From an optimization exercise on the open Yosys and OpenROAD flow, aimed at small area, a short achievable clock period and few clock cycles per item; shortcuts taken in it are not production practice.
The RTL of this run was laid out without a check of its function.

===== flow/run.sh =====
#!/bin/bash
# synth_recipe.tcl (not shown) runs the flow's synth.tcl, then flattens the netlist and writes it again
# the make line also repeats each setting of config.mk as NAME=value (left out here)
make -C /OpenROAD-flow-scripts/flow DESIGN_CONFIG=/design/flow/config.mk WORK_HOME=/design/flow/orfs CLKGATE_MAP_FILE= SYNTH_SCRIPT=/design/flow/synth_recipe.tcl finish

===== flow/config.mk =====
export PLATFORM = sky130hd
export DESIGN_NAME = pixcorr
export DESIGN_NICKNAME = pixcorr
export VERILOG_FILES = /design/flow/design.v
export SDC_FILE = /design/flow/constraint.sdc
export NUM_CORES = 4
export LEC_CHECK = 0
export CAP_MARGIN = 20
export CORE_MARGIN = 2
export CORE_UTILIZATION = 40
export SLEW_MARGIN = 20

===== flow/constraint.sdc =====
create_clock -name core_clock -period 34.0 [get_ports {clk}]
set_input_delay 6.8000 -clock core_clock [delete_from_list [all_inputs] [get_ports {clk}]]
set_output_delay 6.8000 -clock core_clock [all_outputs]
set_load 0.01 [all_outputs]

===== flow/design.v =====
module pixcorr (
    input  wire        clk,
    input  wire        rst,
    input  wire        in_valid,
    input  wire        in_last,      
    input  wire [15:0] in_data,      
    input  wire        in_sat,       
    input  wire        in_defpix,    
    input  wire        in_uncorr,    
    input  wire [15:0] dark_a,       
    input  wire [15:0] gain_a,       
    input  wire [15:0] dark_b,
    input  wire [15:0] gain_b,
    input  wire [7:0]  weight,
    output reg         out_valid,
    output reg         out_last,
    output reg  [15:0] out_data,
    output reg         out_sat,
    output reg         out_defpix,
    output reg         out_interp
);
    localparam [1:0] K_GOOD  = 2'd0;    
    localparam [1:0] K_FAULT = 2'd1;    
    localparam [1:0] K_GAIN0 = 2'd2;    
    reg        s1_valid, s1_last, s1_sat, s1_def, s1_unc;
    reg [15:0] s1_data, s1_da, s1_ga, s1_db, s1_gb;
    reg [7:0]  s1_f;
    always @(posedge clk) begin
        if (rst) s1_valid <= 1'b0;
        else     s1_valid <= in_valid;
        s1_last <= in_last;
        s1_data <= in_data;
        s1_sat  <= in_sat;
        s1_def  <= in_defpix;
        s1_unc  <= in_uncorr;
        s1_da   <= dark_a;
        s1_ga   <= gain_a;
        s1_db   <= dark_b;
        s1_gb   <= gain_b;
        s1_f    <= weight;
    end
    wire signed [16:0] d_diff = $signed({s1_db[15], s1_db}) - $signed({s1_da[15], s1_da});
    wire signed [16:0] g_diff = $signed({1'b0, s1_gb}) - $signed({1'b0, s1_ga});
    wire signed [25:0] d_prod = d_diff * $signed({1'b0, s1_f});
    wire signed [25:0] g_prod = g_diff * $signed({1'b0, s1_f});
    wire signed [25:0] d_rnd  = (d_prod + 26'sd128) >>> 8;
    wire signed [25:0] g_rnd  = (g_prod + 26'sd128) >>> 8;
    wire signed [17:0] d_int  = $signed({{2{s1_da[15]}}, s1_da}) + d_rnd[17:0];
    wire signed [17:0] g_int  = $signed({2'b00, s1_ga}) + g_rnd[17:0];
    reg        s2_valid, s2_last, s2_sat;
    reg [1:0]  s2_kind;
    reg [15:0] s2_data, s2_d, s2_g;
    always @(posedge clk) begin
        if (rst) s2_valid <= 1'b0;
        else     s2_valid <= s1_valid;
        s2_last <= s1_last;
        s2_sat  <= s1_sat;
        s2_data <= s1_data;
        s2_d    <= d_int[15:0];
        s2_g    <= g_int[15:0];
        if (s1_def || s1_unc)
            s2_kind <= K_FAULT;
        else if (s1_ga == 16'd0 || s1_gb == 16'd0)
            s2_kind <= K_GAIN0;
        else
            s2_kind <= K_GOOD;
    end
    wire signed [17:0] y     = $signed({2'b00, s2_data}) - $signed({{2{s2_d[15]}}, s2_d});
    wire signed [34:0] yg    = y * $signed({1'b0, s2_g});
    wire signed [34:0] z     = (yg + 35'sd8192) >>> 14;
    reg  [15:0] corr_val;
    reg         corr_sat;
    always @* begin
        if (s2_sat) begin
            corr_val = 16'hFFFF;
            corr_sat = 1'b1;
        end else if (z < 0) begin
            corr_val = 16'h0000;
            corr_sat = 1'b0;
        end else if (z > 35'sd65535) begin
            corr_val = 16'hFFFF;
            corr_sat = 1'b1;
        end else begin
            corr_val = z[15:0];
            corr_sat = 1'b0;
        end
        if (s2_kind != K_GOOD) begin
            corr_val = 16'h0000;
            corr_sat = 1'b0;
        end
    end
    reg        w_valid [0:4];
    reg        w_last  [0:4];
    reg [1:0]  w_kind  [0:4];
    reg [15:0] w_val   [0:4];
    reg        w_sat   [0:4];
    integer i;
    always @(posedge clk) begin
        if (rst) begin
            for (i = 0; i < 5; i = i + 1)
                w_valid[i] <= 1'b0;
        end else begin
            for (i = 4; i > 0; i = i - 1)
                w_valid[i] <= w_valid[i-1];
            w_valid[0] <= s2_valid;
        end
        for (i = 4; i > 0; i = i - 1) begin
            w_last[i] <= w_last[i-1];
            w_kind[i] <= w_kind[i-1];
            w_val[i]  <= w_val[i-1];
            w_sat[i]  <= w_sat[i-1];
        end
        w_last[0] <= s2_last;
        w_kind[0] <= s2_kind;
        w_val[0]  <= corr_val;
        w_sat[0]  <= corr_sat;
    end
    wire l1 = w_valid[3] && w_kind[3] == K_GOOD && !w_last[3];
    wire l2 = w_valid[4] && w_kind[4] == K_GOOD && !w_last[4] && !w_last[3];
    wire r1 = w_valid[1] && w_kind[1] == K_GOOD && !w_last[2];
    wire r2 = w_valid[0] && w_kind[0] == K_GOOD && !w_last[2] && !w_last[1];
    wire        have_l = l1 || l2;
    wire        have_r = r1 || r2;
    wire [15:0] lval   = l1 ? w_val[3] : w_val[4];
    wire        lsat   = l1 ? w_sat[3] : w_sat[4];
    wire [1:0]  dl     = l1 ? 2'd1 : 2'd2;
    wire [15:0] rval   = r1 ? w_val[1] : w_val[0];
    wire        rsat   = r1 ? w_sat[1] : w_sat[0];
    wire [1:0]  dr     = r1 ? 2'd1 : 2'd2;
    wire [2:0]  dsum   = {1'b0, dl} + {1'b0, dr};
    wire [18:0] num    = lval * dr + rval * dl + dsum / 2;
    wire [18:0] quo    = num / dsum;
    reg [15:0] rep_val;
    reg        rep_sat, rep_def, rep_int;
    always @* begin
        rep_def = 1'b0;
        rep_int = 1'b0;
        if (w_kind[2] == K_GOOD) begin
            rep_val = w_val[2];
            rep_sat = w_sat[2];
        end else begin
            if (have_l && have_r) begin
                rep_val = quo[15:0];
                rep_sat = lsat | rsat;
            end else if (have_l) begin
                rep_val = lval;
                rep_sat = lsat;
            end else if (have_r) begin
                rep_val = rval;
                rep_sat = rsat;
            end else begin
                rep_val = 16'h0000;
                rep_sat = 1'b0;
                rep_def = 1'b1;
            end
            rep_int = !rep_def && (w_kind[2] == K_FAULT);
        end
    end
    always @(posedge clk) begin
        if (rst) out_valid <= 1'b0;
        else     out_valid <= w_valid[2];
        out_last   <= w_last[2];
        out_data   <= rep_val;
        out_sat    <= rep_sat;
        out_defpix <= rep_def;
        out_interp <= rep_int;
    end
endmodule

==> impl_metrics.toml <==
[synth]
yosysTopAreaCellShare_pct = 28.01
ys_dominant_reg_cell = "dfxtp_1"
ys_ff_latch = 270
yosys.area.top_type = "fa_1"
synthTopCellsByCount = "inv_1 (754), fa_1 (520), ha_1 (389), nand2_1 (340), and2_1 (287)"
yosys-top-cells-area = "fa_1 (28%), dfxtp_1 (15%), ha_1 (13%)"
syn_inst = 4147
synth_fp_nets = 5151
synth.distinct_cells = 118
netlist_area_um2 = 37170
ys_warn_count = 6
ys_seq_area_share_pct = 14.54
syn_area_per_cell_um2 = 8.962
synth_edf_count = 0
synthArstFlopShare_pct = 0
synth_most_common_cell = "inv_1"

[global_route]
grt_first_pass_wirelength_mm = 150.5
grt_max_degree = 36
grt.overflow.total = 0
grt_pass1_vias = 29600
antenna_found_initial = 1
gr-usage-all-layers_pct = 19.23

[floorplan]
ioPinCount = 116
core_um2 = 91940
die_y_um = 308.8
die-area_um2 = 95370
row_count = 111
fp.dieW_um = 308.8
start_util_pct = 40.42

[outcome]
status = "timing/DRC/antenna clean"

[drt]
wl_met3_mm = 3.195
antenna_left = 0
avgViaCountPerCell = 5.039
drt_wl_total_mm = 90.45
top_layer = "met4"
wl_met2_mm = 44.65
drtPass1Iterations = 5
drt-wirelength-per-cell_um = 16.09
drcViolationCount = 0
via_count = 28330
drtIter0Drc = 1387
wl_met1_mm = 40.78

[cells_and_area]
layout.cells.non_filler = 5622
fillCellCount = 8913
layout-drive-gt1-share_pct = 9.774
antennaDiodeCount = 0
multi_input_area_um2 = 29210
regArea_um2 = 5405
utilization_pct = 46.28
fin_nets = 5363
syn2layout_area_growth_pct = 14.50
top_register = "w_val"
stdcell_area_um2 = 42550
largest_register_ffs = 80

[placed_design]
portBuffers = 115
placed_cells = 5528
globalplace.congestion = 0.8745
pre_cts_ws_ns = -0.9707
place_area_um2 = 40520
hpwl_mm = 75.48

[hold_path]
hold_path.class = "flop to flop"

[critical_path]
cp_common_cell = "ha_1"
slowest_delay_ns = 0.57
worst-path-max-fanout = 7
start_kind = "flop"
cp.required_ns = 34.46
cp.arrival_ns = 32.41
end_kind = "flop"
crit_type = "flop to flop"
crit_slowest_cell = "or4_4"

[sta]
finalCriticalPeriod_ns = 31.95
skew_ns = 0.02610
setup_ws_ns = 2.049
maxSlewViolCount = 0
slew-limit-headroom_pct = 29.37
tightest_slew_ns = 1.055
min_period_over_period_pct = 93.97
setup_viol = 0
fmax_ghz = 0.03130
hold_viol = 0

[flow_run]
drv_cap = 0

[clock_tree]
holdBufCountCts = 0
cts.path.max_buffers = 3
clock_latency_ns = 0.62
cts_inserted_buffers = 31
root_buffer = "clkbuf_16"
h-tree-depth = 1
cts_sinks = 270
clk_pin_slew_ns = 0.06
cts_tree = "done"
## cells in the final DEF (no fill, tap or decap), types with 22 or more instances in the layout
cell type / count
nor3_1: 77
o21a_1: 65
fa_1: 519
xor2_1: 51
clkdlybuf4s50_1: 115
ha_1: 381
nand2b_1: 52
a21o_1: 78
inv_1: 753
xnor2_1: 113
mux2i_1: 52
dfxtp_1: 270
nor2_1: 168
nand3_1: 34
and2_1: 284
o22ai_1: 22
o21bai_1: 54
buf_4: 166
nor2b_1: 48
clkbuf_16: 33
o21ai_0: 60
a211oi_1: 23
nand2_1: 337
a21oi_1: 158
## through the flow
stage	hold slack (ns)	TNS [ns]
after global placement	0.3120	0
after floorplan	0.3096	0
after CTS	0.3173	0
after detailed placement	0.3128	-0.9707
final	0.3172	0
after global routing	0.3143	-0.2922
## per-layer routing
metal  track usage (%)  vias up
li1                  -    13840
met1             25.08    13920
met2             34.32      463
met3             2.096      116
met4             4.019        0
met5                 0        -
## worst max-delay path: cells and delay by family, from the launching register on
kind / cells / cell delay (ns)
adder cells (fa/ha/maj): 22 / 6.59
buffers and inverters: 14 / 1.85
flip-flops: 1 / 0.34
AND/OR/NAND/NOR: 54 / 9.72
AO/OA/AOI/OAI: 63 / 10.02
multiplexers: 13 / 3.18
## logic make-up after synthesis
logic type / share of synthesized area, %
simple gates: 16.26
fa+ha+maj: 41.11
buf+inv: 8.797
compound gates: 12.77
flops: 14.54
xor+xnor: 4.047
mux: 2.474
## worst paths after layout
check | depth (start not counted) | slack, ns | from | to
worst max-delay path | 166 | 2.05 | w_last[2] | out_data[0]
worst min-delay path | 0 | 0.32 | w_last[0] | w_last[1]
worst max register to register | 166 | 2.05 | w_last[2] | out_data[0]
worst min register to register | 0 | 0.32 | w_last[0] | w_last[1]
## layout make-up
class / count / share of cell area (%)
well taps: 1243 / 3.655
repair buffers: 289 / 5.951
flip-flops and latches: 270 / 12.70
clock buffers: 38 / 1.932
multi-input cells: 3012 / 68.64
clock inverters: 15 / 0.4557
inverters: 755 / 6.660
## timing repair
item	CTS	global route
setup endpoints to repair	1	3
gates resized for setup	23	124
setup buffers	14	24
pin swaps	4	55
cloned	0	3

-- what the ideal ports hide --
No port has a modelled driver above. Below, the same layout with a new extraction and two added sets of constraints.
Step 1: set_driving_cell puts a clkbuf_16 on clk and a buf_2 on each other input, an assumption about the parent block.
Step 2 times the ports against the registers' clock, not the clock port: input delays grow and output delays shrink by t, the midpoint of the rising clock arrivals with the driver on.
Three values: ideal, step 1, step 2; two values: the first two.
t, ns: 0.663
setup WS [ns]: 2.049 / 2.049 / 2.049
worst slew at a driven data input, ns: 0.05
After both steps setup and hold are still met in this run. For this run, drivers alone change the setup slack by 0.000 ns; drivers and shift together by 0.000 ns.
